This is an optimization exercise on Yosys and OpenROAD, whose aim is small area, not a production implementation. Only simulation tests tie the RTL to the original design; equivalence was not proved. No driver is modelled on the clock port, so clocking that relies on it looks cheaper here than on a real chip. Power figures rest on the tool's default switching activity, not on a simulated workload.

==> design.v <==
module slrx (
    input             clk,
    input             rst,           
    input             in_valid,      
    input      [9:0]  in_cg,
    output reg        sync,          
    output reg        cell_valid,    
    output            cell_link,     
    output     [63:0] cell_hdr,      
    output     [71:0] cell_payload,  
    output reg [31:0] cv_cnt,        
    output reg [31:0] crc_cnt,       
    output reg [31:0] stomp_cnt,     
    output reg [31:0] rx_cells,      
    output reg [15:0] abort_cnt,     
    output reg [15:0] loss_cnt       
);
    reg rd;                      
    wire [7:0] dec_byte;
    wire is_data, is_comma, is_sdc, is_sdl, is_abort, rd_next;
    slrx_dec u_dec (
        .in_cg(in_cg), .rd_i(rd),
        .dec_byte_o(dec_byte), .is_data_o(is_data), .is_comma_o(is_comma),
        .is_sdc_o(is_sdc), .is_sdl_o(is_sdl), .is_abort_o(is_abort),
        .rd_next_o(rd_next)
    );
    wire is_start = is_sdc || is_sdl;
    wire is_cv    = !(is_data || is_comma || is_start || is_abort);
    reg        armed;            
    reg [5:0]  gcnt;
    function [5:0] gstep(input [5:0] g);
        gstep = {g[4:0], g[5] ^ g[4] ^ (g[4:0] == 5'd0)};
    endfunction
    wire gcnt_last = gcnt == 6'b100000;
    reg [4:0]  age1, age2, age3;
    function [4:0] astep(input [4:0] a);
        astep = {a[3:0], (a[4] ^ a[2]) & (a[3:0] != 4'd0)};
    endfunction
    wire lose_sync = (is_cv && age3 != 5'd0) || (!is_comma && gcnt_last);
    reg        in_cell;
    reg [4:0]  pos;              
    reg        cur_link;
    reg [135:0] cbuf;            
    reg [15:0] crc;
    function [15:0] crc16_byte(input [15:0] c, input [7:0] d);
        reg [15:0] r;
        integer k;
        begin
            r = c ^ {d, 8'h00};
            for (k = 0; k < 8; k = k + 1)
                r = r[15] ? ((r << 1) ^ 16'h1021) : (r << 1);
            crc16_byte = r;
        end
    endfunction
    wire pos_body = !(pos[4:1] == 4'b1111);     
    wire pos_b19  = pos == 5'b11110;
    wire [15:0] chk   = {crc[15:8] ^ dec_byte, crc[7:0]};
    wire crc_good     = chk == 16'h0000;
    wire crc_stomp    = chk == 16'hFFFF;
    assign cell_hdr     = cbuf[63:0];
    assign cell_payload = cbuf[135:64];
    assign cell_link    = cur_link;
    wire frame   = in_valid && sync && !lose_sync;   
    wire judge   = frame && in_cell && is_data && pos_b19;
    always @(posedge clk) begin
        if (in_valid) begin
            if (is_start) begin
                pos      <= 5'b01010;
                crc      <= 16'hFFFF;
                cur_link <= is_sdl;
            end else begin
                pos <= {pos[3:0], pos[4] ^ pos[2]};
                if (pos_body)
                    crc <= crc16_byte(crc, dec_byte);
                else
                    crc[7:0] <= crc[7:0] ^ dec_byte;
            end
            if (pos_body)
                cbuf <= {dec_byte, cbuf[135:8]};
        end
    end
    always @(posedge clk) begin
        if (!sync || (in_valid && sync && (lose_sync || !is_data || pos_b19)))
            in_cell <= 1'b0;
        if (frame && is_start)
            in_cell <= 1'b1;
    end
    always @(posedge clk) begin
        if (!sync) begin
            age1 <= 5'd0;
            age2 <= 5'd0;
            age3 <= 5'd0;
        end else if (in_valid) begin
            if (is_cv) begin
                age1 <= 5'b00001;
                age2 <= astep(age1);
                age3 <= astep(age2);
            end else begin
                age1 <= astep(age1);
                age2 <= astep(age2);
                age3 <= astep(age3);
            end
        end
    end
    always @(posedge clk) begin
        if (in_valid)
            gcnt <= (sync ? is_comma : (is_cv || !armed)) ? 6'd0 : gstep(gcnt);
    end
    wire inc_cv    = in_valid && sync && is_cv;
    wire inc_loss  = in_valid && sync && lose_sync && !(&loss_cnt);
    wire in_frame  = frame && in_cell;
    wire inc_crc   = in_frame && (is_start || is_comma || (judge && !crc_good && !crc_stomp));
    wire inc_abort = in_frame && is_abort && !(&abort_cnt);
    wire inc_rx    = judge && crc_good;
    wire inc_stomp = judge && crc_stomp;
    function [31:0] bump32(input [31:0] q, input en, input clr);
        reg t;
        integer k;
        begin
            t = en;
            for (k = 0; k < 32; k = k + 1) begin
                bump32[k] = ~clr & (q[k] ^ t);
                t = t & q[k];
            end
        end
    endfunction
    function [15:0] bump16(input [15:0] q, input en, input clr);
        reg t;
        integer k;
        begin
            t = en;
            for (k = 0; k < 16; k = k + 1) begin
                bump16[k] = ~clr & (q[k] ^ t);
                t = t & q[k];
            end
        end
    endfunction
    always @(posedge clk) begin
        cv_cnt    <= bump32(cv_cnt,    inc_cv,    rst);
        crc_cnt   <= bump32(crc_cnt,   inc_crc,   rst);
        stomp_cnt <= bump32(stomp_cnt, inc_stomp, rst);
        rx_cells  <= bump32(rx_cells,  inc_rx,    rst);
        abort_cnt <= bump16(abort_cnt, inc_abort, rst);
        loss_cnt  <= bump16(loss_cnt,  inc_loss,  rst);
    end
    always @(posedge clk) begin
        if (rst) begin
            sync       <= 1'b0;
            armed      <= 1'b0;
            rd         <= 1'b0;
            cell_valid <= 1'b0;
        end else begin
            cell_valid <= judge && crc_good && cbuf[15:12] < 4'hA;
            if (in_valid) begin
                rd <= rd_next;
                if (!sync) begin
                    if (is_cv)
                        armed <= 1'b0;
                    else if (armed) begin
                        if (gcnt_last) begin
                            sync  <= 1'b1;
                            armed <= 1'b0;
                        end
                    end else if (is_comma)
                        armed <= 1'b1;
                end else if (lose_sync)
                    sync <= 1'b0;
            end
        end
    end
endmodule
module slrx_dec(in_cg, rd_i, dec_byte_o, is_data_o, is_comma_o, is_sdc_o, is_sdl_o, is_abort_o, rd_next_o);
  input [9:0] in_cg;
  wire [9:0] in_cg;
  input rd_i;
  wire rd_i;
  output [7:0] dec_byte_o;
  wire [7:0] dec_byte_o;
  output is_data_o;
  wire is_data_o;
  output is_comma_o;
  wire is_comma_o;
  output is_sdc_o;
  wire is_sdc_o;
  output is_sdl_o;
  wire is_sdl_o;
  output is_abort_o;
  wire is_abort_o;
  output rd_next_o;
  wire rd_next_o;
  wire _000_;
  wire _001_;
  wire _002_;
  wire _003_;
  wire _004_;
  wire _005_;
  wire _006_;
  wire _007_;
  wire _008_;
  wire _009_;
  wire _010_;
  wire _011_;
  wire _012_;
  wire _013_;
  wire _014_;
  wire _015_;
  wire _016_;
  wire _017_;
  wire _018_;
  wire _019_;
  wire _020_;
  wire _021_;
  wire _022_;
  wire _023_;
  wire _024_;
  wire _025_;
  wire _026_;
  wire _027_;
  wire _028_;
  wire _029_;
  wire _030_;
  wire _031_;
  wire _032_;
  wire _033_;
  wire _034_;
  wire _035_;
  wire _036_;
  wire _037_;
  wire _038_;
  wire _039_;
  wire _040_;
  wire _041_;
  wire _042_;
  wire _043_;
  wire _044_;
  wire _045_;
  wire _046_;
  wire _047_;
  wire _048_;
  wire _049_;
  wire _050_;
  wire _051_;
  wire _052_;
  wire _053_;
  wire _054_;
  wire _055_;
  wire _056_;
  wire _057_;
  wire _058_;
  wire _059_;
  wire _060_;
  wire _061_;
  wire _062_;
  wire _063_;
  wire _064_;
  wire _065_;
  wire _066_;
  wire _067_;
  wire _068_;
  wire _069_;
  wire _070_;
  wire _071_;
  wire _072_;
  wire _073_;
  wire _074_;
  wire _075_;
  wire _076_;
  wire _077_;
  wire _078_;
  wire _079_;
  wire _080_;
  wire _081_;
  wire _082_;
  wire _083_;
  wire _084_;
  wire _085_;
  wire _086_;
  wire _087_;
  wire _088_;
  wire _089_;
  wire _090_;
  wire _091_;
  wire _092_;
  wire _093_;
  wire _094_;
  wire _095_;
  wire _096_;
  wire _097_;
  wire _098_;
  wire _099_;
  wire _100_;
  wire _101_;
  wire _102_;
  wire _103_;
  wire _104_;
  wire _105_;
  wire _106_;
  wire _107_;
  wire _108_;
  wire _109_;
  wire _110_;
  wire _111_;
  wire _112_;
  wire _113_;
  wire _114_;
  wire _115_;
  wire _116_;
  wire _117_;
  wire _118_;
  wire _119_;
  wire _120_;
  wire _121_;
  wire _122_;
  wire _123_;
  wire _124_;
  wire _125_;
  wire _126_;
  wire _127_;
  wire _128_;
  wire _129_;
  wire _130_;
  wire _131_;
  wire _132_;
  wire _133_;
  wire _134_;
  wire _135_;
  wire _136_;
  wire _137_;
  wire _138_;
  wire _139_;
  wire _140_;
  wire _141_;
  wire _142_;
  wire _143_;
  wire _144_;
  wire _145_;
  wire _146_;
  wire _147_;
  wire _148_;
  wire _149_;
  wire _150_;
  wire _151_;
  wire _152_;
  wire _153_;
  wire _154_;
  wire _155_;
  wire _156_;
  wire _157_;
  wire _158_;
  wire _159_;
  wire _160_;
  wire [3:0] c4;
  wire [5:0] c6;
  wire ca;
  wire cb;
  wire cc;
  wire cd;
  wire ce;
  wire ci;
  wire [4:0] dx;
  wire [2:0] dy;
  wire is_abort;
  wire is_comma;
  wire is_data;
  wire is_sdc;
  wire is_sdl;
  wire rd;
  wire rd_next;
  assign _091_ = 4'h8 >> { in_cg[1], in_cg[2] };
  assign _092_ = 4'h2 >> { in_cg[3], in_cg[0] };
  assign _093_ = 4'h1 >> in_cg[1:0];
  assign _094_ = 4'h4 >> { in_cg[3], in_cg[0] };
  assign _095_ = 4'h2 >> { _092_, in_cg[1] };
  assign _096_ = 4'h1 >> { _095_, in_cg[2] };
  assign _097_ = 4'h1 >> { _096_, _094_ };
  assign _098_ = 4'h2 >> { _097_, _093_ };
  assign _099_ = 4'h1 >> { _098_, _092_ };
  assign dec_byte_o[6] = 4'hb >> { _099_, _091_ };
  assign _100_ = 4'h8 >> { in_cg[0], in_cg[2] };
  assign _101_ = 4'h8 >> { _100_, in_cg[1] };
  assign dec_byte_o[5] = 4'hd >> { _101_, _097_ };
  assign _102_ = 4'h1 >> in_cg[3:2];
  assign _103_ = 4'h4 >> { _102_, in_cg[1] };
  assign _104_ = 4'h1 >> { in_cg[0], in_cg[2] };
  assign _105_ = 4'h1 >> { _104_, _103_ };
  assign _106_ = 4'h8 >> in_cg[3:2];
  assign _107_ = 4'h4 >> { _106_, _093_ };
  assign _108_ = 4'h1 >> { _107_, _091_ };
  assign dec_byte_o[7] = 4'h7 >> { _108_, _105_ };
  assign _109_ = 4'h4 >> { in_cg[4], in_cg[8] };
  assign _110_ = 4'h1 >> { _109_, in_cg[9] };
  assign _111_ = 4'h1 >> { in_cg[4], in_cg[6] };
  assign _112_ = 4'h2 >> { _111_, in_cg[8] };
  assign _113_ = 4'h1 >> { _112_, _110_ };
  assign _114_ = 4'h8 >> { in_cg[4], in_cg[6] };
  assign _115_ = 4'h1 >> { _114_, in_cg[7] };
  assign _116_ = 4'h4 >> { _115_, in_cg[5] };
  assign _117_ = 4'h4 >> { _116_, _113_ };
  assign _118_ = 4'h1 >> { in_cg[6], in_cg[8] };
  assign _119_ = 4'h2 >> { _118_, in_cg[4] };
  assign _120_ = 4'h8 >> { in_cg[5], in_cg[9] };
  assign _121_ = 4'h4 >> { _120_, _119_ };
  assign _122_ = 4'h1 >> { _121_, _117_ };
  assign _123_ = 4'h8 >> { in_cg[6], in_cg[8] };
  assign _124_ = 4'h1 >> { _123_, _118_ };
  assign _125_ = 4'h8 >> { _124_, in_cg[4] };
  assign _126_ = 4'h1 >> { _118_, in_cg[9] };
  assign _127_ = 4'h1 >> { _126_, _125_ };
  assign _128_ = 4'h2 >> in_cg[5:4];
  assign _129_ = 4'h4 >> { _128_, in_cg[9] };
  assign _130_ = 4'h4 >> { _129_, _124_ };
  assign _131_ = 4'h1 >> { _130_, _127_ };
  assign _132_ = 4'h1 >> { _131_, in_cg[7] };
  assign _133_ = 4'h8 >> { _131_, in_cg[7] };
  assign _134_ = 4'h1 >> { _133_, in_cg[5] };
  assign _135_ = 4'h4 >> { _134_, _132_ };
  assign _136_ = 4'h2 >> { _135_, _122_ };
  assign _137_ = 4'h1 >> { in_cg[7], in_cg[8] };
  assign _138_ = 4'h4 >> { _137_, in_cg[9] };
  assign _139_ = 4'h4 >> { in_cg[5], in_cg[6] };
  assign _140_ = 4'h2 >> { _139_, _138_ };
  assign _141_ = 4'h8 >> { _140_, _136_ };
  assign _142_ = 4'h8 >> { in_cg[6], in_cg[9] };
  assign _143_ = 4'h1 >> { _142_, _123_ };
  assign _144_ = 4'h2 >> { _127_, in_cg[4] };
  assign _145_ = 4'h4 >> { _144_, _143_ };
  assign _146_ = 4'h1 >> { _145_, _141_ };
  assign _147_ = 4'h8 >> { _125_, in_cg[9] };
  assign _148_ = 4'h1 >> { _142_, in_cg[5] };
  assign _149_ = 4'h2 >> { _148_, _115_ };
  assign _150_ = 4'h1 >> { _149_, _130_ };
  assign _151_ = 4'h4 >> { _150_, _147_ };
  assign _152_ = 4'h4 >> { _151_, _146_ };
  assign dec_byte_o[0] = 4'hd >> { _152_, _136_ };
  assign _153_ = 4'h1 >> { _146_, in_cg[7] };
  assign _154_ = 4'h2 >> { _128_, in_cg[6] };
  assign _155_ = 4'h8 >> { in_cg[7], in_cg[8] };
  assign _156_ = 4'h1 >> { _155_, in_cg[9] };
  assign _157_ = 4'h1 >> { _156_, _137_ };
  assign _158_ = 4'h4 >> in_cg[5:4];
  assign _159_ = 4'h4 >> { _158_, _157_ };
  assign _160_ = 4'h1 >> { _159_, in_cg[6] };
  assign _000_ = 4'h1 >> { _160_, _138_ };
  assign _001_ = 4'h4 >> { _000_, _154_ };
  assign _002_ = 4'h1 >> { _112_, in_cg[7] };
  assign _003_ = 4'h1 >> { _002_, _156_ };
  assign _004_ = 4'h4 >> { _003_, in_cg[5] };
  assign _005_ = 4'h1 >> { _004_, _001_ };
  assign dec_byte_o[4] = 4'h4 >> { _005_, _153_ };
  assign _006_ = 4'h1 >> { _158_, _128_ };
  assign _007_ = 4'h8 >> { _006_, _137_ };
  assign _008_ = 4'h4 >> { _007_, _111_ };
  assign _009_ = 4'h1 >> { in_cg[6], in_cg[9] };
  assign _010_ = 4'h1 >> { _009_, _142_ };
  assign _011_ = 4'h4 >> { _010_, _006_ };
  assign _012_ = 4'h8 >> { _011_, dec_byte_o[0] };
  assign _013_ = 4'h1 >> { _012_, _008_ };
  assign _014_ = 4'h1 >> { _114_, _111_ };
  assign _015_ = 4'h4 >> { _155_, _128_ };
  assign _016_ = 4'h4 >> { _015_, _014_ };
  assign _017_ = 4'h1 >> { _010_, dec_byte_o[0] };
  assign _018_ = 4'h1 >> { _017_, _016_ };
  assign dec_byte_o[3] = 4'h8 >> { _018_, _013_ };
  assign _019_ = 4'h8 >> { _006_, in_cg[7] };
  assign _020_ = 4'h8 >> { _019_, _110_ };
  assign _021_ = 4'h4 >> { _123_, in_cg[4] };
  assign _022_ = 4'h2 >> { _021_, _020_ };
  assign dec_byte_o[2] = 4'h2 >> { _022_, _151_ };
  assign _023_ = 4'h4 >> { _093_, in_cg[2] };
  assign _024_ = 4'h1 >> { _023_, _101_ };
  assign _025_ = 4'h8 >> { rd_i, in_cg[6] };
  assign _026_ = 4'h8 >> { _025_, _157_ };
  assign _027_ = 4'h1 >> { rd_i, in_cg[6] };
  assign _028_ = 4'h4 >> { _027_, _157_ };
  assign _029_ = 4'h1 >> { _028_, _026_ };
  assign _030_ = 4'h4 >> { _029_, _024_ };
  assign _031_ = 4'h8 >> { _030_, _092_ };
  assign _032_ = 4'h8 >> { _031_, _128_ };
  assign _033_ = 4'h8 >> { _032_, dec_byte_o[4] };
  assign _034_ = 4'h8 >> { _155_, in_cg[9] };
  assign _035_ = 4'h8 >> { _157_, rd_i };
  assign _036_ = 4'h1 >> { _035_, _114_ };
  assign _037_ = 4'h4 >> { _036_, _034_ };
  assign _038_ = 4'h4 >> { _037_, in_cg[5] };
  assign _039_ = 4'h2 >> { _037_, in_cg[5] };
  assign _040_ = 4'h2 >> { _138_, rd_i };
  assign _041_ = 4'h1 >> { _040_, _157_ };
  assign _042_ = 4'h1 >> { _041_, _111_ };
  assign _043_ = 4'h1 >> { _042_, _039_ };
  assign _044_ = 4'h1 >> { _043_, _038_ };
  assign _045_ = 4'h8 >> { _023_, in_cg[3] };
  assign _046_ = 4'h4 >> { _045_, rd_i };
  assign _047_ = 4'h4 >> { _046_, in_cg[4] };
  assign _048_ = 4'h8 >> { _047_, _044_ };
  assign _049_ = 4'h1 >> { _048_, _033_ };
  assign is_abort_o = 4'h1 >> { _049_, dec_byte_o[0] };
  assign _050_ = 4'h2 >> { in_cg[4], in_cg[8] };
  assign _051_ = 4'h1 >> { _049_, _109_ };
  assign is_sdl_o = 4'h4 >> { _051_, _050_ };
  assign _052_ = 4'h8 >> { _033_, in_cg[7] };
  assign _053_ = 4'h4 >> { _048_, in_cg[7] };
  assign is_sdc_o = 4'he >> { _053_, _052_ };
  assign _054_ = 4'h4 >> { _044_, _102_ };
  assign _055_ = 4'h8 >> in_cg[1:0];
  assign _056_ = 4'h1 >> { _055_, _106_ };
  assign _057_ = 4'h4 >> { _056_, _054_ };
  assign rd_next_o = 4'h1 >> { _057_, _093_ };
  assign _058_ = 4'h8 >> { _104_, in_cg[7] };
  assign _059_ = 4'h8 >> { _058_, _041_ };
  assign _060_ = 4'h2 >> { _059_, rd_next_o };
  assign _061_ = 4'h8 >> { _035_, _100_ };
  assign _062_ = 4'h4 >> { _061_, in_cg[7] };
  assign _063_ = 4'h1 >> { _062_, rd_next_o };
  assign is_comma_o = 4'h1 >> { _063_, _060_ };
  assign _064_ = 4'h2 >> { _056_, _054_ };
  assign _065_ = 4'h1 >> { _102_, _093_ };
  assign _066_ = 4'h1 >> { _065_, _106_ };
  assign _067_ = 4'h4 >> { _066_, _044_ };
  assign _068_ = 4'h1 >> { _067_, _064_ };
  assign _069_ = 4'h1 >> { _038_, _116_ };
  assign _070_ = 4'h1 >> { _069_, in_cg[4] };
  assign _071_ = 4'h4 >> { _070_, _042_ };
  assign _072_ = 4'h8 >> { _106_, in_cg[1] };
  assign _073_ = 4'h1 >> { _072_, _103_ };
  assign _074_ = 4'h8 >> { _073_, _006_ };
  assign _075_ = 4'h1 >> { _074_, _029_ };
  assign _076_ = 4'h2 >> { _025_, _138_ };
  assign _077_ = 4'h4 >> { _034_, _027_ };
  assign _078_ = 4'h1 >> { _077_, _076_ };
  assign _079_ = 4'h4 >> { _078_, _075_ };
  assign _080_ = 4'h4 >> { _041_, in_cg[7] };
  assign _081_ = 4'h2 >> { _080_, in_cg[4] };
  assign _082_ = 4'h8 >> { _081_, _039_ };
  assign _083_ = 4'h2 >> { _082_, _079_ };
  assign _084_ = 4'h4 >> { _083_, _030_ };
  assign _085_ = 4'h4 >> { _084_, _071_ };
  assign is_data_o = 4'h8 >> { _085_, _068_ };
  assign _086_ = 4'h2 >> { _151_, _137_ };
  assign _087_ = 4'h2 >> { _086_, _124_ };
  assign _088_ = 4'h4 >> { _087_, _020_ };
  assign _089_ = 4'h1 >> { _088_, dec_byte_o[3] };
  assign _090_ = 4'h8 >> { dec_byte_o[3], _124_ };
  assign dec_byte_o[1] = 4'h1 >> { _090_, _089_ };
  assign dy = dec_byte_o[7:5];
  assign dx = dec_byte_o[4:0];
  assign ci = in_cg[4];
  assign ce = in_cg[5];
  assign cd = in_cg[6];
  assign cc = in_cg[7];
  assign cb = in_cg[8];
  assign ca = in_cg[9];
  assign is_abort = is_abort_o;
  assign is_sdl = is_sdl_o;
  assign is_sdc = is_sdc_o;
  assign is_comma = is_comma_o;
  assign is_data = is_data_o;
  assign rd_next = rd_next_o;
  assign c4 = in_cg[3:0];
  assign c6 = in_cg[9:4];
  assign rd = rd_i;
endmodule
==> flow/run.sh <==
#!/bin/bash
# Layout flow: the standard flow (standard.sh) with these changes:
#  - synthesis is ORFS's synthesis script unchanged except for the ABC
#    mapping script, which maps for area (strash; dch; amap) instead of
#    delay; the registers come out as in the standard synthesis;
#  - the port buffers use the smallest buffer, buf_1;
#  - the clock tree uses clkbuf_4 with small sink clusters and no dummy loads;
#  - after CTS the resizer sizes gates down where timing allows.
# Each step's full output goes to a log file in this folder.
set -euo pipefail
HERE=$(pwd)
rm -rf "$HERE/area_scripts"
mkdir -p "$HERE/area_scripts"
cp -r "$FLOW_HOME/scripts/." "$HERE/area_scripts/"
cp "$HERE/flow/abc_map.script" "$HERE/area_scripts/abc_speed.script"
SCRIPTS_DIR="$HERE/area_scripts" bash standard.sh synth > "$HERE/synth.log" 2>&1
export BUFFER_PORTS_ARGS="-buffer_cell sky130_fd_sc_hd__buf_1"
export CTS_ARGS="-sink_clustering_enable -repair_clock_nets -dont_use_dummy_load -sink_clustering_size 10 -sink_clustering_max_diameter 50 -buf_list sky130_fd_sc_hd__clkbuf_4"
export POST_CTS_TCL="$HERE/flow/post_cts.tcl"
bash standard.sh > "$HERE/standard.log" 2>&1
==> flow/abc_map.script <==
strash
dch
amap
==> flow/post_cts.tcl <==
# Size gates down on paths with slack to spare.
puts "post_cts: area recovery"
log_cmd repair_timing -recover_power 100
set result [catch { detailed_placement } msg]
if { $result != 0 } {
  error "Detailed placement failed after area recovery: $msg"
}
check_placement -verbose
report_design_area
==> standard.sh <==
#!/bin/bash
# synth_recipe.tcl (not shown) runs the flow's synth.tcl, then flattens the netlist and writes it again
# the make line also repeats each setting of config.mk as NAME=value (left out here)
make -C /OpenROAD-flow-scripts/flow DESIGN_CONFIG=/design/flow/config.mk WORK_HOME=/design/flow/orfs CLKGATE_MAP_FILE= SYNTH_SCRIPT=/design/flow/synth_recipe.tcl "${@:-finish}"
==> config.mk <==
export PLATFORM = sky130hd
export DESIGN_NAME = slrx
export DESIGN_NICKNAME = slrx
export VERILOG_FILES = /design/flow/design.v
export SDC_FILE = /design/flow/constraint.sdc
export NUM_CORES = 4
export LEC_CHECK = 0
export CAP_MARGIN = 20
export CORE_MARGIN = 2
export CORE_UTILIZATION = 60
export SLEW_MARGIN = 20
==> constraint.sdc <==
create_clock -name core_clock -period 25.0 [get_ports {clk}]
set_input_delay 5.0000 -clock core_clock [delete_from_list [all_inputs] [get_ports {clk}]]
set_output_delay 5.0000 -clock core_clock [all_outputs]
set_load 0.01 [all_outputs]
==> impl_metrics.py, run 1 <==
metrics = {
    "clocking": {
        "cts_tree": "yes",
        "clkLatencyLatePin_ns": 0.67,
        "path_clk_slew_ns": 0.09,
        "clock-sinks": 344,
    },
    "floorplanning": {
        "core_area_sq_um": 21800,
        "dieWidth_um": 153,
        "start_util": 0.610,
        "num_io_pins": 312,
        "die_area_sq_um": 23400,
        "rows": 54,
        "die_h_um": 153,
    },
    "yosys": {
        "postSynthAreaPerCell_sq_um": 13.3,
        "ys_types": 38,
        "netlist_instances": 1004,
        "yosysSeqAreaShare": 0.641,
        "synth_seq_cells": 344,
        "yosys_warnings": 1,
        "synth_nets": 1179,
        "syn_area_sq_um": 13300,
    },
    "critical_path": {
        "critPathBufInv": 7,
        "cp-start-kind": "input pin",
        "worstSetupEndpointType": "flop",
        "cpMostUsedCell": "ha_1",
        "cpPeakStageDelay_ns": 0.56,
        "cpMaxStageDelayCell": "clkbuf_1",
        "crit_fanout": 14,
        "cp.arrival_ns": 16.84,
        "cp.required_ns": 25.47,
        "crit_type": "in -> reg",
        "critPathTopFamily": "adder cells",
    },
    "global_route": {
        "grt_max_degree": 94,
        "grt_pass1_vias": 8100,
        "grt_pass1_wl_mm": 42.9,
        "antenna_found_initial": 1,
        "grt_use_total": 0.227,
        "overflow": 0,
    },
    "finish": {
        "nets": 1541,
        "drive_above_1_share": 0.0367,
        "area_growth_syn_to_layout_pct": 14.4,
    },
    "sta": {
        "fin_crit_ns": 16.36,
        "setup_viol": 0,
        "setup_tns_ns": 0,
        "slew_headroom": 0.359,
        "tightest_slew_ns": 0.961,
        "hold_violations": 0,
        "finalCritPeriodShare": 0.655,
        "fin_skew_ns": 0.118,
        "drv_slew": 0,
        "rsz0062_at_grt": "false",
        "max_freq_mhz": 61.1,
        "setup_ws_ns": 8.64,
    },
    "routing": {
        "routed_wl_mm": 27.0,
        "vias": 8833,
        "drc": 0,
        "first_pass_iters": 6,
        "drtAntennaViolNets": 0,
        "drtIter0Drc": 604,
        "viasPerCell": 5.37,
        "detail_route.wl_per_cell_um": 16.4,
    },
    "place": {
        "place_ws_ns": 8.84,
        "port_buffers": 311,
        "place.gp.congestion": 0.909,
        "hpwl_mm": 20.0,
    },
    "power_and_ir_drop": {
        "power.leakage_nw": 6.31,
        "power_density_nw_per_um2": 63.4,
        "vdd_ir_drop_max_v": 0.0000370,
    },
    "run_status": {
        "outcome": "complete, no violations",
    },
    "job": {
        "drv_cap": 0,
    },
    "hold_path": {
        "min_path_type": "reg -> reg",
    },
}
path summary, 6_finish.rpt:
| path | startpoint | to | slack (ns) | depth (start not counted) |
|---|---|---|---|---|
| min | cbuf[99]$_DFFE_PP_ | cbuf[91]$_DFFE_PP_ | 0.39 | 0 |
| min reg2reg | cbuf[99]$_DFFE_PP_ | cbuf[91]$_DFFE_PP_ | 0.39 | 0 |
| max | in_cg[6] | rx_cells[30]$_DFF_P_ | 8.64 | 56 |
| max reg2reg | rd$_SDFFE_PP0P_ | rx_cells[30]$_DFF_P_ | 14.35 | 53 |
cell usage after synthesis:
master	n	area [sq um]
nand3_1	5	25.0
nand4_1	14	87.6
a211oi_1	9	67.6
nor4_1	7	43.8
o21ai_0	29	145
nor2b_1	156	976
xor2_1	1	8.76
nor2_1	71	267
edfxtp_1	164	4920
nand2b_1	1	6.26
clkinv_1	62	233
a21oi_1	24	120
a22oi_1	8	60.1
a311oi_1	1	8.76
o311ai_0	2	17.5
o21a_1	5	37.5
o32ai_1	3	26.3
dfxtp_1	180	3600
a221o_1	3	30.0
a32oi_1	2	17.5
nand2_1	28	105
and4_1	1	8.76
nor4b_1	2	17.5
a31oi_1	5	31.3
nor3_1	13	65.1
a221oi_1	3	26.3
nand4b_1	1	8.76
o211ai_1	5	37.5
a31o_1	1	8.76
a22o_1	1	8.76
or2_0	5	31.3
o221ai_1	7	61.3
a32o_1	4	40.0
o22ai_1	16	100
ha_1	162	2030
nor3b_1	1	7.51
or3_1	1	6.26
or4_1	1	7.51
area by class of cell:
class	instances	area [sq um]
clock buffer	41	308
timing repair buffer	319	1230
multi-input combinational	598	4560
inverter	62	233
sequential	344	8530
fill	1661	6610
antenna	2	5.00
tap	280	350
sequential cells by signal (all words and copies together), names as in the netlist, 16 cells and up:
name       flops
cbuf         136
stomp_cnt     32
abort_cnt     16
rx_cells      32
crc_cnt       32
crc           16
loss_cnt      16
cv_cnt        32
logic make-up (layout without fill, tap and decap cells):
group           after synthesis  count (layout)  synth area share
compound gates              128             128            0.0635
fa+ha+maj                   162             162             0.152
simple gates                307             307             0.125
buf+inv                      62             422            0.0175
other cells                   0               2                 0
xor+xnor                      1               1          0.000658
flops                       344             344             0.641
stage by stage:
stage | cell area, sq um | cells | total power, mW | hold WS (ns) | utilization
after detailed placement | 14900 | 1602 | 0.739 | 0.430 | 0.682
after global routing | 15200 | 1646 | 1.01 | 0.400 | 0.697
after floorplan | 13300 | 1004 | 0.702 | 0.434 | -
final | 15200 | 1646 | 0.965 | 0.393 | 0.697
after global placement | 14900 | 1602 | 0.736 | 0.426 | 0.682
where the power goes:
part	total (mW)	switching, mW	internal, mW
clock	0.239	0.163	0.0758
sequential	0.635	0.0143	0.621
combinational	0.0909	0.0648	0.0261
total	0.965	0.242	0.723
cell usage in the layout (no fill, tap or decap), types with 2 or more instances in the layout:
master and n:
buf_1 308, dfxtp_1 180, edfxtp_1 164, ha_1 162, nor2b_1 156, nor2_1 70
clkinv_1 62, clkbuf_4 44, o21ai_0 29, nand2_1 28, a21oi_1 24, o22ai_1 16
nand4_1 14, nor3_1 13, a211oi_1 9, a22oi_1 8, o221ai_1 7, nor4_1 6
o21a_1 5, or2_0 5, a31oi_1 5, nand3_1 5, o211ai_1 5, a32o_1 4
clkbuf_1 4, o32ai_1 3, a221oi_1 3, a221o_1 3, diode_2 2, o311ai_0 2
a32oi_1 2, nor4b_1 2, buf_4 2
layer usage:
metal,wire [um],track usage,vias to the layer above,share of wire
li1,-,-,4344,-
met1,11400,0.300,4105,0.42
met2,13000,0.380,328,0.48
met3,1910,0.0485,56,0.071
met4,691,0.0705,0,0.026
met5,0,0,-,0
==> run 2, diff against run 1 <==
--- a/design.v
+++ b/design.v
@@ -119,7 +119,7 @@
         begin
             t = en;
             for (k = 0; k < 32; k = k + 1) begin
-                bump32[k] = ~clr & (q[k] ^ t);
+                bump32[k] = ~((clr | (q[k] & t)) | ~(q[k] | t));
                 t = t & q[k];
             end
         end
@@ -130,7 +130,7 @@
         begin
             t = en;
             for (k = 0; k < 16; k = k + 1) begin
-                bump16[k] = ~clr & (q[k] ^ t);
+                bump16[k] = ~((clr | (q[k] & t)) | ~(q[k] | t));
                 t = t & q[k];
             end
         end
--- a/flow/run.sh
+++ b/flow/run.sh
@@ -1,7 +1,7 @@
 #!/bin/bash
 # Layout flow: the standard flow (standard.sh) with these changes:
 #  - synthesis is ORFS's synthesis script unchanged except for the ABC
-#    mapping script, which maps for area (strash; dch; amap) instead of
+#    mapping script, which maps for area (strash; dc2; amap) instead of
 #    delay; the registers come out as in the standard synthesis;
 #  - the port buffers use the smallest buffer, buf_1;
 #  - the clock tree uses clkbuf_4 with small sink clusters and no dummy loads;
==> flow/abc_map.script (replaced) <==
strash
dc2
amap
--- a/config.mk
+++ b/config.mk
@@ -7,5 +7,5 @@
 export LEC_CHECK = 0
 export CAP_MARGIN = 20
 export CORE_MARGIN = 2
-export CORE_UTILIZATION = 60
+export CORE_UTILIZATION = 45
 export SLEW_MARGIN = 20
==> impl_metrics.py, run 2 <==
metrics = {
    "run_status": {
        "outcome": "complete, no violations",
    },
    "global_route": {
        "grt_pass1_vias": 8629,
        "grt_max_degree": 87,
        "grt_pass1_wl_mm": 45.0,
        "overflow": 0,
        "antenna_found_initial": 1,
        "grt_use_total": 0.190,
    },
    "job": {
        "drv_cap": 0,
    },
    "routing": {
        "drtAntennaViolNets": 0,
        "detail_route.wl_per_cell_um": 15.6,
        "viasPerCell": 5.19,
        "routed_wl_mm": 29.7,
        "first_pass_iters": 5,
        "vias": 9900,
        "drc": 0,
        "drtIter0Drc": 437,
    },
    "sta": {
        "fin_skew_ns": 0.0545,
        "slew_headroom": 0.314,
        "tightest_slew_ns": 1.03,
        "finalCritPeriodShare": 0.541,
        "drv_slew": 0,
        "max_freq_mhz": 73.9,
        "rsz0062_at_grt": "false",
        "hold_violations": 0,
        "setup_tns_ns": 0,
        "fin_crit_ns": 13.54,
        "setup_viol": 0,
    },
    "floorplanning": {
        "dieWidth_um": 172,
        "rows": 61,
        "start_util": 0.457,
        "die_area_sq_um": 29700,
        "core_area_sq_um": 27900,
        "die_h_um": 172,
        "num_io_pins": 312,
    },
    "critical_path": {
        "crit_type": "in -> reg",
        "cp-start-kind": "input pin",
        "r2r-start": "rd$_SDFFE_PP0P_",
        "cpMaxStageDelayCell": "clkbuf_1",
        "reg2regPathDepth": 39,
        "crit_fanout": 20,
        "r2r_slack_ns": 16.80,
        "cpMostUsedCell": "and3_1",
        "cp.arrival_ns": 14.06,
        "cp.required_ns": 25.53,
        "worstSetupEndpointType": "flop",
        "reg2reg_to": "crc_cnt[31]$_DFF_P_",
        "cpPeakStageDelay_ns": 0.65,
    },
    "hold_path": {
        "hold_depth": 0,
        "hold_path_end": "cbuf[69]$_DFFE_PP_",
        "min_path_type": "reg -> reg",
        "hp-start": "cbuf[77]$_DFFE_PP_",
    },
    "yosys": {
        "synthTopCellsByArea": "edfxtp_1 39%, dfxtp_1 28%, nor3_1 6.4%, nor2_1 6.4%, and3_1 6.2%",
        "postSynthAreaPerCell_sq_um": 10.9,
        "ys.flop_type": "dfxtp_1",
        "yosys-top-cells-count": "216 x nor2_1, 180 x dfxtp_1, 164 x edfxtp_1, 164 x nor3_1, 127 x and3_1",
        "syn_area_sq_um": 12700,
        "synth.most_common_cell": "nor2_1",
        "yosysTopAreaCell": "edfxtp_1",
        "yosys_warnings": 1,
        "synth_seq_cells": 344,
        "synth-async-reset-ratio": 0,
        "netlist_instances": 1166,
        "yosysSeqAreaShare": 0.669,
        "ys_types": 40,
        "synth_nets": 1187,
        "synth_edf_count": 164,
        "synth_top_area_share": 0.386,
    },
    "power_and_ir_drop": {
        "power_density_nw_per_um2": 65.6,
        "p_seq_frac": 0.655,
        "power_frac_comb": 0.097,
        "vdd_ir_drop_max_v": 0.0000235,
        "p_switching_uw": 246,
        "netSwitchingFraction": 0.253,
        "p_int_uw": 726,
        "power.share.clock": 0.248,
        "power.leakage_nw": 5.17,
    },
    "place": {
        "hpwl_mm": 22.1,
        "port_buffers": 311,
        "post_dp_cell_area_sq_um": 14500,
        "place.gp.congestion": 0.936,
    },
    "clocking": {
        "path_clk_slew_ns": 0.11,
        "cts_tree": "yes",
        "clock-sinks": 344,
        "clkLatencyLatePin_ns": 0.65,
    },
    "finish": {
        "largest_register_ffs": 136,
        "area_growth_syn_to_layout_pct": 16.3,
        "nets": 1552,
        "n_fill_cell": 2608,
        "seqCellArea_sq_um": 8530,
        "final_cell_mix": "308 x buf_1, 215 x nor2_1, 180 x dfxtp_1, 164 x nor3_1, 164 x edfxtp_1",
        "final_common_cell": "buf_1",
        "post-route-util": 0.532,
        "drive_above_1_share": 0.0334,
        "fin_area_sq_um": 14800,
        "largest-register": "cbuf",
        "multi_input_area_sq_um": 3930,
    },
}
run 2: power groups by stage:
stage | Sequential, mW | Combinational [mW] | Clock [mW]
global route | 0.639 | 0.106 | 0.276
detailed placement | 0.649 | 0.0942 | 0
global placement | 0.648 | 0.0940 | 0
finish | 0.636 | 0.0941 | 0.241
floorplan | 0.656 | 0.0500 | 0
run 2: cell families (layout without fill, tap and decap cells):
family                     after synthesis  in the layout  synth area share
and+or+nand+nor                        599            599             0.229
DFF                                    344            344             0.669
AOI/OAI and AO/OA                      135            135            0.0702
buffers and inverters                   79            442            0.0233
adders and majority gates                8              8           0.00786
xor gates and xnor gates                 1              1          0.000687
other                                    0              1                 0
run 2: final cells by class:
type | instances | area share
multi-input cells | 743 | 0.265
diodes | 1 | 0.000169
repair buffers | 322 | 0.0861
inverters | 79 | 0.0200
clock buffers | 41 | 0.0208
well taps | 378 | 0.0319
flip-flops and latches | 344 | 0.576
run 2: worst max path at each step:
stage / start / to / slack [ns] / cells past startpoint
final: in_cg[8] / crc_cnt[31]$_DFF_P_ / 11.46 / 44
after detailed placement: in_cg[6] / crc_cnt[31]$_DFF_P_ / 11.59 / 44
after global placement: in_cg[8] / crc_cnt[31]$_DFF_P_ / 11.80 / 44
after global routing: in_cg[6] / crc_cnt[31]$_DFF_P_ / 10.72 / 45
after floorplan: in_cg[6] / crc_cnt[31]$_DFF_P_ / 11.45 / 41
run 2: worst max-delay path, delay by kind of cell:
kind | cells | cell delay, ns
adder cells (fa/ha/maj) | 1 | 0.37
buffers and inverters | 6 | 2.09
AND/OR/NAND/NOR | 27 | 4.65
AO/OA/AOI/OAI | 10 | 1.94
run 2: metal layers:
metal	up-vias	track usage	part of all wire
met5	-	0	0
met4	0	0.0614	0.024
met3	54	0.0417	0.063
met2	258	0.310	0.47
met1	4590	0.252	0.44
li1	4998	-	-
run 2: stage by stage:
stage / total power, mW / hold WS [ns] / setup WS (ns) / instances
after floorplan: 0.706 / 0.456 / 11.45 / 1166
after global placement: 0.742 / 0.425 / 11.80 / 1864
after detailed placement: 0.743 / 0.429 / 11.59 / 1864
after global routing: 1.02 / 0.455 / 10.72 / 1908
final: 0.972 / 0.419 / 11.46 / 1908
==> run 3, diff against run 2 <==
--- a/config.mk
+++ b/config.mk
@@ -7,5 +7,5 @@
 export LEC_CHECK = 0
 export CAP_MARGIN = 20
 export CORE_MARGIN = 2
-export CORE_UTILIZATION = 45
+export CORE_UTILIZATION = 60
 export SLEW_MARGIN = 20
==> impl_metrics.py, run 3 <==
metrics = {
    "yosys": {
        "synth_seq_cells": 344,
        "synth_nets": 1187,
        "postSynthAreaPerCell_sq_um": 10.9,
        "yosys_warnings": 1,
        "syn_area_sq_um": 12700,
        "synth.most_common_cell": "nor2_1",
        "yosysSeqAreaShare": 0.669,
        "netlist_instances": 1166,
        "synth_edf_count": 164,
        "ys_types": 40,
        "yosysTopAreaCell": "edfxtp_1",
        "yosys-top-cells-count": "216 x nor2_1, 180 x dfxtp_1, 164 x edfxtp_1, 164 x nor3_1, 127 x and3_1",
        "synth_top_area_share": 0.386,
        "synthTopCellsByArea": "edfxtp_1 39%, dfxtp_1 28%, nor3_1 6.4%, nor2_1 6.4%, and3_1 6.2%",
        "synth-async-reset-ratio": 0,
        "ys.flop_type": "dfxtp_1",
    },
    "finish": {
        "area_growth_syn_to_layout_pct": 15.2,
        "nets": 1552,
        "largest-register": "cbuf",
        "final_common_cell": "buf_1",
        "final_cell_mix": "308 x buf_1, 215 x nor2_1, 180 x dfxtp_1, 164 x nor3_1, 164 x edfxtp_1",
        "n_fill_cell": 1659,
        "drive_above_1_share": 0.0334,
        "largest_register_ffs": 136,
    },
    "hold_path": {
        "min_path_type": "reg -> reg",
        "hold_depth": 0,
    },
    "clocking": {
        "clock-sinks": 344,
        "path_clk_slew_ns": 0.10,
        "cts_tree": "yes",
        "clkLatencyLatePin_ns": 0.69,
    },
    "run_status": {
        "outcome": "complete, no violations",
    },
    "sta": {
        "max_freq_mhz": 72.0,
        "fin_crit_ns": 13.89,
        "slew_headroom": 0.375,
        "drv_slew": 0,
        "setup_tns_ns": 0,
        "fin_skew_ns": 0.117,
        "hold_violations": 0,
        "setup_viol": 0,
        "finalCritPeriodShare": 0.556,
        "rsz0062_at_grt": "false",
        "tightest_slew_ns": 0.937,
    },
    "job": {
        "drv_cap": 0,
    },
    "routing": {
        "drc": 0,
        "vias": 10100,
        "drtIter0Drc": 650,
        "routed_wl_mm": 30.3,
        "drtAntennaViolNets": 0,
        "viasPerCell": 5.62,
        "first_pass_iters": 5,
        "detail_route.wl_per_cell_um": 16.8,
    },
    "floorplanning": {
        "core_area_sq_um": 21000,
        "dieWidth_um": 150,
        "rows": 53,
        "die_h_um": 150,
        "die_area_sq_um": 22400,
        "start_util": 0.608,
        "num_io_pins": 312,
    },
    "critical_path": {
        "crit_fanout": 20,
        "crit_type": "in -> reg",
        "critPathBufInv": 6,
        "cpMostUsedCell": "and3_1",
        "cp.depth": 44,
        "cp.arrival_ns": 14.45,
        "reg2regPathDepth": 39,
        "critPathTopFamily": "simple AND/OR/NAND/NOR gates",
        "cp-start-kind": "input pin",
        "cpMaxStageDelayCell": "clkbuf_1",
        "cpPeakStageDelay_ns": 0.68,
        "cp.required_ns": 25.57,
        "worstSetupEndpointType": "flop",
    },
    "global_route": {
        "grtUsageMet1": 0.329,
        "top_usage_layer": "met2",
        "antenna_found_initial": 1,
        "grt_pass1_wl_mm": 45.6,
        "grt_use_met3": 0.0570,
        "grt_pass1_vias": 9032,
        "gr-usage-met2": 0.426,
        "grt_use_total": 0.257,
        "overflow": 0,
        "grt_max_degree": 94,
    },
    "power_and_ir_drop": {
        "p_seq_frac": 0.656,
        "power.leakage_nw": 5.16,
        "vdd_ir_drop_max_v": 0.0000394,
        "netSwitchingFraction": 0.252,
        "power_frac_comb": 0.097,
        "power_density_nw_per_um2": 66.1,
        "total_power_uw": 971,
        "power.share.clock": 0.247,
        "p_switching_uw": 245,
        "p_int_uw": 726,
    },
    "place": {
        "hpwl_mm": 22.5,
        "place.gp.congestion": 0.935,
        "port_buffers": 311,
    },
}
run 3: cell counts after synthesis:
Identical to the previous run, type by type.
run 3: path summary, 6_finish.rpt:
path | from | end | slack (ns)
max | in_cg[6] | crc_cnt[31]$_DFF_P_ | 11.11
min reg2reg | cbuf[101]$_DFFE_PP_ | cbuf[93]$_DFFE_PP_ | 0.37
max reg2reg | rd$_SDFFE_PP0P_ | crc_cnt[31]$_DFF_P_ | 16.48
min | cbuf[101]$_DFFE_PP_ | cbuf[93]$_DFFE_PP_ | 0.37
run 3: power groups by stage:
stage	Sequential [mW]	Clock (mW)	Combinational (mW)
2_1_floorplan	0.656	0	0.0500
3_3_place_gp	0.648	0	0.0928
3_5_place_dp	0.650	0	0.0932
5_1_grt	0.640	0.266	0.105
6_report	0.637	0.239	0.0942
run 3: cell families (layout without fill, tap and decap cells):
logic type,after synthesis,in the layout,share of synthesized area
simple gates,599,599,0.229
flops,344,344,0.669
compound gates,135,135,0.0702
buf+inv,79,442,0.0233
fa+ha+maj,8,8,0.00786
xor+xnor,1,1,0.000687
other cells,0,1,0
run 3: cell type report:
class	count	area [sq um]	share of cell area
timing repair buffer	322	1270	0.0864
inverter	79	297	0.0202
clock buffer	41	308	0.0210
tap	275	344	0.0234
sequential	344	8530	0.581
multi-input combinational	743	3930	0.268
antenna	1	2.50	0.000170
run 3: metal layers:
layer	vias to the layer above	routed length, um
met1	4750	12200
met4	0	1070
met5	-	0
met2	340	14600
li1	4989	-
met3	69	2490
run 3: stage by stage:
stage / instance area [sq um] / hold WS [ns] / std cells / utilization / setup slack (ns)
after floorplan: 12700 / 0.456 / 1166 / - / 11.45
after global placement: 14300 / 0.425 / 1761 / 0.684 / 11.90
after detailed placement: 14300 / 0.432 / 1761 / 0.684 / 11.48
after global routing: 14700 / 0.375 / 1805 / 0.701 / 10.36
final: 14700 / 0.372 / 1805 / 0.701 / 11.11

-- static timing again, ports no longer ideal --
How much do the figures lean on ideal ports? The routed layouts below were timed once more, with nothing changed but the port constraints.
Step 1 sets driving cells, clkbuf_16 on the clock port and buf_2 on the other inputs (assumed; they add their load-dependent delay and slew).
Step 2 moves the port delays by t, midway between the first and last clock arrival at a register: inputs arrive t later, outputs are due t later. That takes back most of the time a late clock gives input paths.
Slacks: ideal ports / drivers / drivers and shift; pairs: ideal ports / drivers.
| run | t (ns) | setup slack, ns | latest minus earliest clock arrival (ns) |
|---|---|---|---|
| run 1 | 0.653 | 8.636 / 8.655 / 8.002 | 0.121 / 0.121 |
| run 2 | 0.667 | 11.464 / 11.485 / 10.818 | 0.055 / 0.055 |
| run 3 | 0.667 | 11.111 / 11.126 / 10.459 | 0.117 / 0.117 |
After both steps every run listed still meets setup and hold. For run 3, which loses most, drivers alone change the setup slack by +0.015 ns; drivers and shift together by -0.652 ns.
